This is an optimization exercise on Yosys and OpenROAD, whose aim is small area, a short achievable clock period and few clock cycles per item, not a production implementation.

Setup of the previous run:
// vrc_dec
module vrc_dec (
    input  wire        clk,
    input  wire        rst,
    input  wire        in_valid,
    output wire        in_ready,
    input  wire [31:0] in_data,
    input  wire [15:0] in_len,
    output reg         px_valid,
    output reg  [2:0]  px_count,
    output reg  [31:0] px_data,
    output reg         done,
    output reg  [2:0]  done_cause
);
    localparam S_HDR  = 3'd0,    
               S_DEC  = 3'd1,    
               S_RUN  = 3'd2,    
               S_END  = 3'd3,    
               S_FAIL = 3'd4;    
    reg  [2:0]  st;
    reg  [2:0]  cause;
    reg  [31:0] wreg;
    reg         wfull;
    reg  [13:0] wcnt;           
    reg  [15:0] blen;
    reg         blk_taken;      
    reg  [1:0]  w_hi;           
    reg         w_hdr, w_body, w_lastb;
    reg  [4:0]  w_trel;         
    reg         w_trl;
    wire [15:0] len_m1   = blen - 16'd1;
    wire [15:0] len_m9   = blen - 16'd9;
    wire [13:0] lastw    = len_m1[15:2];             
    wire [13:0] lastbw   = len_m9[15:2];             
    wire        hasbody  = (blen > 16'd24);
    wire [1:0]  nb_last  = len_m9[1:0];              
    wire [15:0] trel_in  = {wcnt, 2'b00} - blen + 16'd8;
    reg  [6:0]  avail;          
    wire        ring_free = !avail[6] && !(avail[5] && (avail[4:0] != 5'd0));
    wire        wgo      = wfull && (!w_body || ring_free || st == S_FAIL);
    assign in_ready = !blk_taken && (!wfull || wgo);
    wire        take     = in_valid && in_ready;
    wire        clr_ctx  = wgo && w_hdr && (w_hi == 2'd0);
    reg  [1:0]  mode;
    reg  [1:0]  pred_sel;
    reg         runoff;
    reg  [7:0]  fillv;
    reg  [5:0]  ppl;            
    reg  [6:0]  lines;          
    reg         hbad;
    wire [7:0]  wb0 = wreg[7:0];
    wire [7:0]  wb1 = wreg[15:8];
    wire [7:0]  wb2 = wreg[23:16];
    wire [7:0]  wb3 = wreg[31:24];
    wire [1:0]  h0_mode  = wb3[1:0];
    wire        h0_bad   = ({wb1, wb0} != 16'h5256) || (wb2 != 8'h01) || (wb3[7:6] != 2'b00) ||
                           (h0_mode == 2'd3) ||
                           ((h0_mode != 2'd0) && ((wb3[3:2] != 2'd0) || wb3[4]));
    wire [15:0] h1_ppl   = {wb1, wb0};
    wire        h1_bad   = (h1_ppl == 16'd0) || (h1_ppl > 16'd32) ||
                           (wb2 == 8'd0) || (wb2 > 8'd64) ||
  ...
Size: about 11,000 cells after synthesis, ~2,000 flip-flops, roughly 92 I/O pins.
clock: 22.0 ns
lec_check: 0
cap_margin: 35
cell_pad_in_sites_detail_placement: 1
cell_pad_in_sites_global_placement: 2
core_margin: 2
core_utilization: 40
place_density: 0.55
slew_margin: 35
synth_memory_max_bits: 65536
standard.sh (not shown) runs the stock make flow with config.mk's settings and CLKGATE_MAP_FILE= SYNTH_SCRIPT=/design/flow/synth_recipe.tcl, a recipe that flattens the netlist after the stock synthesis.
==> flow/flow/run.sh <==
#!/bin/bash
# The standard layout, with its timing repair aimed at a setup margin: the clock
# period and constraints stay the design's; repair_timing is asked to leave
# this much slack, so it keeps improving paths the 22 ns clock alone would not
# make it touch. The full make output goes to standard.log; ORFS keeps each
# step's own log under orfs/logs.
set -euo pipefail
bash standard.sh SETUP_SLACK_MARGIN=14 finish > standard.log 2>&1
Inputs modified between the previous run and the current run:
--- a/flow/design.v
+++ b/flow/design.v
@@ -157,43 +157,39 @@
     reg  [13:0] wb_A;                
     reg  [5:0]  wb_N;
     wire [13:0] wb_sum  = wb_A + {6'd0, wb_m};
     wire        wb_half = (wb_N == 6'd63);
     wire [13:0] new_A   = wb_half ? {1'b0, wb_sum[13:1]} : wb_sum;
     wire [5:0]  new_N   = wb_half ? 6'd32 : wb_N + 6'd1;
     wire [2:0]  new_k   = wb_half ? kfun({1'b0, wb_sum[13:1]}, 6'd32) : kfun(wb_sum, wb_N + 6'd1);
     function used_ctx;
         input integer i;
         used_ctx = !((i >= 1 && i <= 7) || i == 15);
     endfunction
+    wire [22:0] cwr = clr_ctx ? {14'd4, 6'd1, 3'd2} : {new_A, new_N, new_k};
     wire [64*4-1:0]  kflat;          
     wire [64*20-1:0] aflat;          
     genvar gi;
     generate
         for (gi = 0; gi < 64; gi = gi + 1) begin : ctxs
             if (used_ctx(gi)) begin : u
-                reg        v;
                 reg [2:0]  k;
                 reg [19:0] an;
                 always @(posedge clk) begin
-                    if (wb_v && wb_ctx == gi) begin
-                        an <= {new_A, new_N};
-                        k  <= new_k;
+                    if (clr_ctx || (wb_v && wb_ctx == gi)) begin
+                        an <= cwr[22:3];
+                        k  <= cwr[2:0];
                     end
-                    if (clr_ctx)
-                        v <= 1'b0;
-                    else if (wb_v && wb_ctx == gi)
-                        v <= 1'b1;
                 end
-                assign kflat[gi*4 +: 4]   = {v, k};
-                assign aflat[gi*20 +: 20] = v ? an : {14'd4, 6'd1};
+                assign kflat[gi*4 +: 4]   = {1'b1, k};
+                assign aflat[gi*20 +: 20] = an;
             end else begin : n
                 assign kflat[gi*4 +: 4]   = 4'd0;
                 assign aflat[gi*20 +: 20] = 20'd0;
             end
         end
     endgenerate
     function [19:0] anent;
         input integer i;
         begin
             if (i >= 1 && i <= 7)  anent = aflat[0 +: 20];
             else if (i == 15)      anent = aflat[14*20 +: 20];
@@ -329,23 +325,23 @@
     wire [3:0] km2_48 = ctx[0] ? km1_49 : km1_48;
     wire [3:0] km2_56 = ctx[0] ? km1_57 : km1_56;
     wire [3:0] km3_0 = ctx[3] ? km2_8 : km2_0;
     wire [3:0] km3_16 = ctx[3] ? km2_24 : km2_16;
     wire [3:0] km3_32 = ctx[3] ? km2_40 : km2_32;
     wire [3:0] km3_48 = ctx[3] ? km2_56 : km2_48;
     wire [3:0] km4_0 = ctx[4] ? km3_16 : km3_0;
     wire [3:0] km4_32 = ctx[4] ? km3_48 : km3_32;
     wire [3:0] km5_0 = ctx[5] ? km4_32 : km4_0;
     wire [3:0] crd = km5_0;
     wire        hit   = wb_v && (wb_ctx == ctx);
-    wire [2:0]  k_eff = hit ? new_k : (crd[3] ? crd[2:0] : 3'd2);
+    wire [2:0]  k_eff = hit ? new_k : crd[2:0];
     wire [13:0] A_eff = hit ? new_A : an_rd[19:6];
     wire [5:0]  N_eff = hit ? new_N : an_rd[5:0];
     reg  [7:0] m_k   [0:7];
     reg  [7:0] pix_k [0:7];
     reg        ovf_k [0:7];
     reg        fit_k [0:7];
     reg  [7:0] e_t;
     reg  [15:0] mf;
     integer kk;
     always @(*) begin
         for (kk = 0; kk < 8; kk = kk + 1) begin
@@ -411,22 +407,25 @@
     wire        le_blk  = (ppl_x <= 6'd4);
     wire        run_mv  = (run_ok && run_s != 3'd0) || in_run;
     wire [2:0]  rs      = in_run ? left_s : run_s;       
     wire        blk_mv  = raw_ok || fill_ok;
     reg  [2:0]  s;             
     always @(*) begin
         if (run_mv)       s = rs;
         else if (blk_mv)  s = chunk4;
         else              s = {2'b00, reg_mv};
     end
     wire        moved    = reg_mv || run_mv || blk_mv;
+    wire [5:0]  x_p1 = x + 6'd1, x_p2 = x + 6'd2, x_p3 = x + 6'd3, x_p4 = x + 6'd4;
+    wire [5:0]  x_adv = (x_p1 & {6{s == 3'd1}}) | (x_p2 & {6{s == 3'd2}}) |
+                        (x_p3 & {6{s == 3'd3}}) | (x_p4 & {6{s == 3'd4}});
     wire        line_end = reg_mv ? x_last : in_run ? le_left : run_ok ? le_run : le_blk;
     wire        last_line = (y + 7'd1 == {1'b0, lines});
     wire        resc_go = do_run && resc && run_fit;
     wire        runq_go = do_run && !resc && run_fit;           
     reg  [5:0]  a1;
     always @(*) begin
         if (resc_go)                 a1 = 6'd16;
         else if (runq_go)            a1 = {1'b0, q} + 6'd1;
         else if (reg_mv)             a1 = q_esc ? 6'd33 : {1'b0, q} + 6'd1;
         else if (raw_ok)             a1 = {chunk4, 3'b000};
         else                         a1 = 6'd0;
@@ -650,23 +649,23 @@
                 if (w_lastb) body_done <= 1'b1;
             end
             if (clr_ctx) begin
                 avail <= 7'd0;
                 ptr   <= 6'd0;
             end else begin
                 avail <= av_nx;
                 ptr   <= pt_nx;
             end
             if (do_reg) retry <= !reg_mv;
             if (moved) begin
-                x <= line_end ? 6'd0 : x + {3'd0, s};
+                x <= line_end ? 6'd0 : x_adv;
                 if (run_mv) run_left <= (in_run ? run_left : r6) - {3'd0, rs};
                 if (line_end) begin
                     y        <= y + 7'd1;
                     ends_run <= 1'b0;
                     nb  <= (x == 6'd0) ? wval : lb0;
                     na  <= (x == 6'd0) ? wval : lb0;
                     nd  <= (ppl == 6'd1) ? ((x == 6'd0) ? wval : lb0) :
                            ((x <= 6'd1) ? wval : lb1);
                     nc  <= p0b;
                     p0b <= (x == 6'd0) ? wval : lb0;
                 end else begin
[summary]
- The current run: all stages complete, timing, DRC and antenna checks passed
- Summary of the current run over the previous run: overall die area saw a decrease; cell area stayed essentially flat; logic depth of the worst setup path including buffers moved up; delay contributed by the slowest stage of the critical path went up; count of maximum capacitance violations ~0 delta.
- Run comparison: the current run end of the critical path W[20]$_DFF_P_; the previous run end of the critical path W[35]$_DFF_P_
- Via count: the current run vs the previous run down 6,100
- Re global-route track usage on met1: the previous run was higher than the current run.
- The setup slack after placement of the current run falls short of that of the previous run by 880 ps.
- Looking at global-route wire length before repair across the previous run and the current run, the one that comes out lower is the current run.
- Beginning of the critical path = W[23]$_DFF_P_: the current run; beginning of the critical path = W[25]$_DFF_P_: the previous run
- The previous run has higher met3 wirelength from detailed routing than the current run.
Function was not checked in any run of this note: the RTL went through the layout flow alone.

==> separate check: timing with driven ports <==
The results above use ideal ports. As a check the final layouts listed here were re-extracted and re-timed, cells and wires unchanged. Step 1 (the two cells are an assumption about what drives the block):
set clk [get_ports {clk}]
set_driving_cell -lib_cell sky130_fd_sc_hd__clkbuf_16 $clk
set_driving_cell -lib_cell sky130_fd_sc_hd__buf_2 [delete_from_list [all_inputs] $clk]
Step 2 times the ports against the registers' clock, not the clock port: input delays grow and output delays shrink by t, the midpoint of the rising clock arrivals with the driver on. a / b / c = ideal ports / drivers / drivers and shift; a / b = the first two.
run | shift t [ns] | slack for setup (ns) | hold slack, ns | worst slew at a driven data input, ns
the previous run | 0.993 | 13.894 / 13.894 / 13.894 | 0.494 / 0.494 / 0.494 | 0.06
the current run | 1.002 | 13.709 / 13.709 / 13.709 | 0.456 / 0.456 / 0.456 | 0.08
After both steps setup and hold are still met in every run listed.
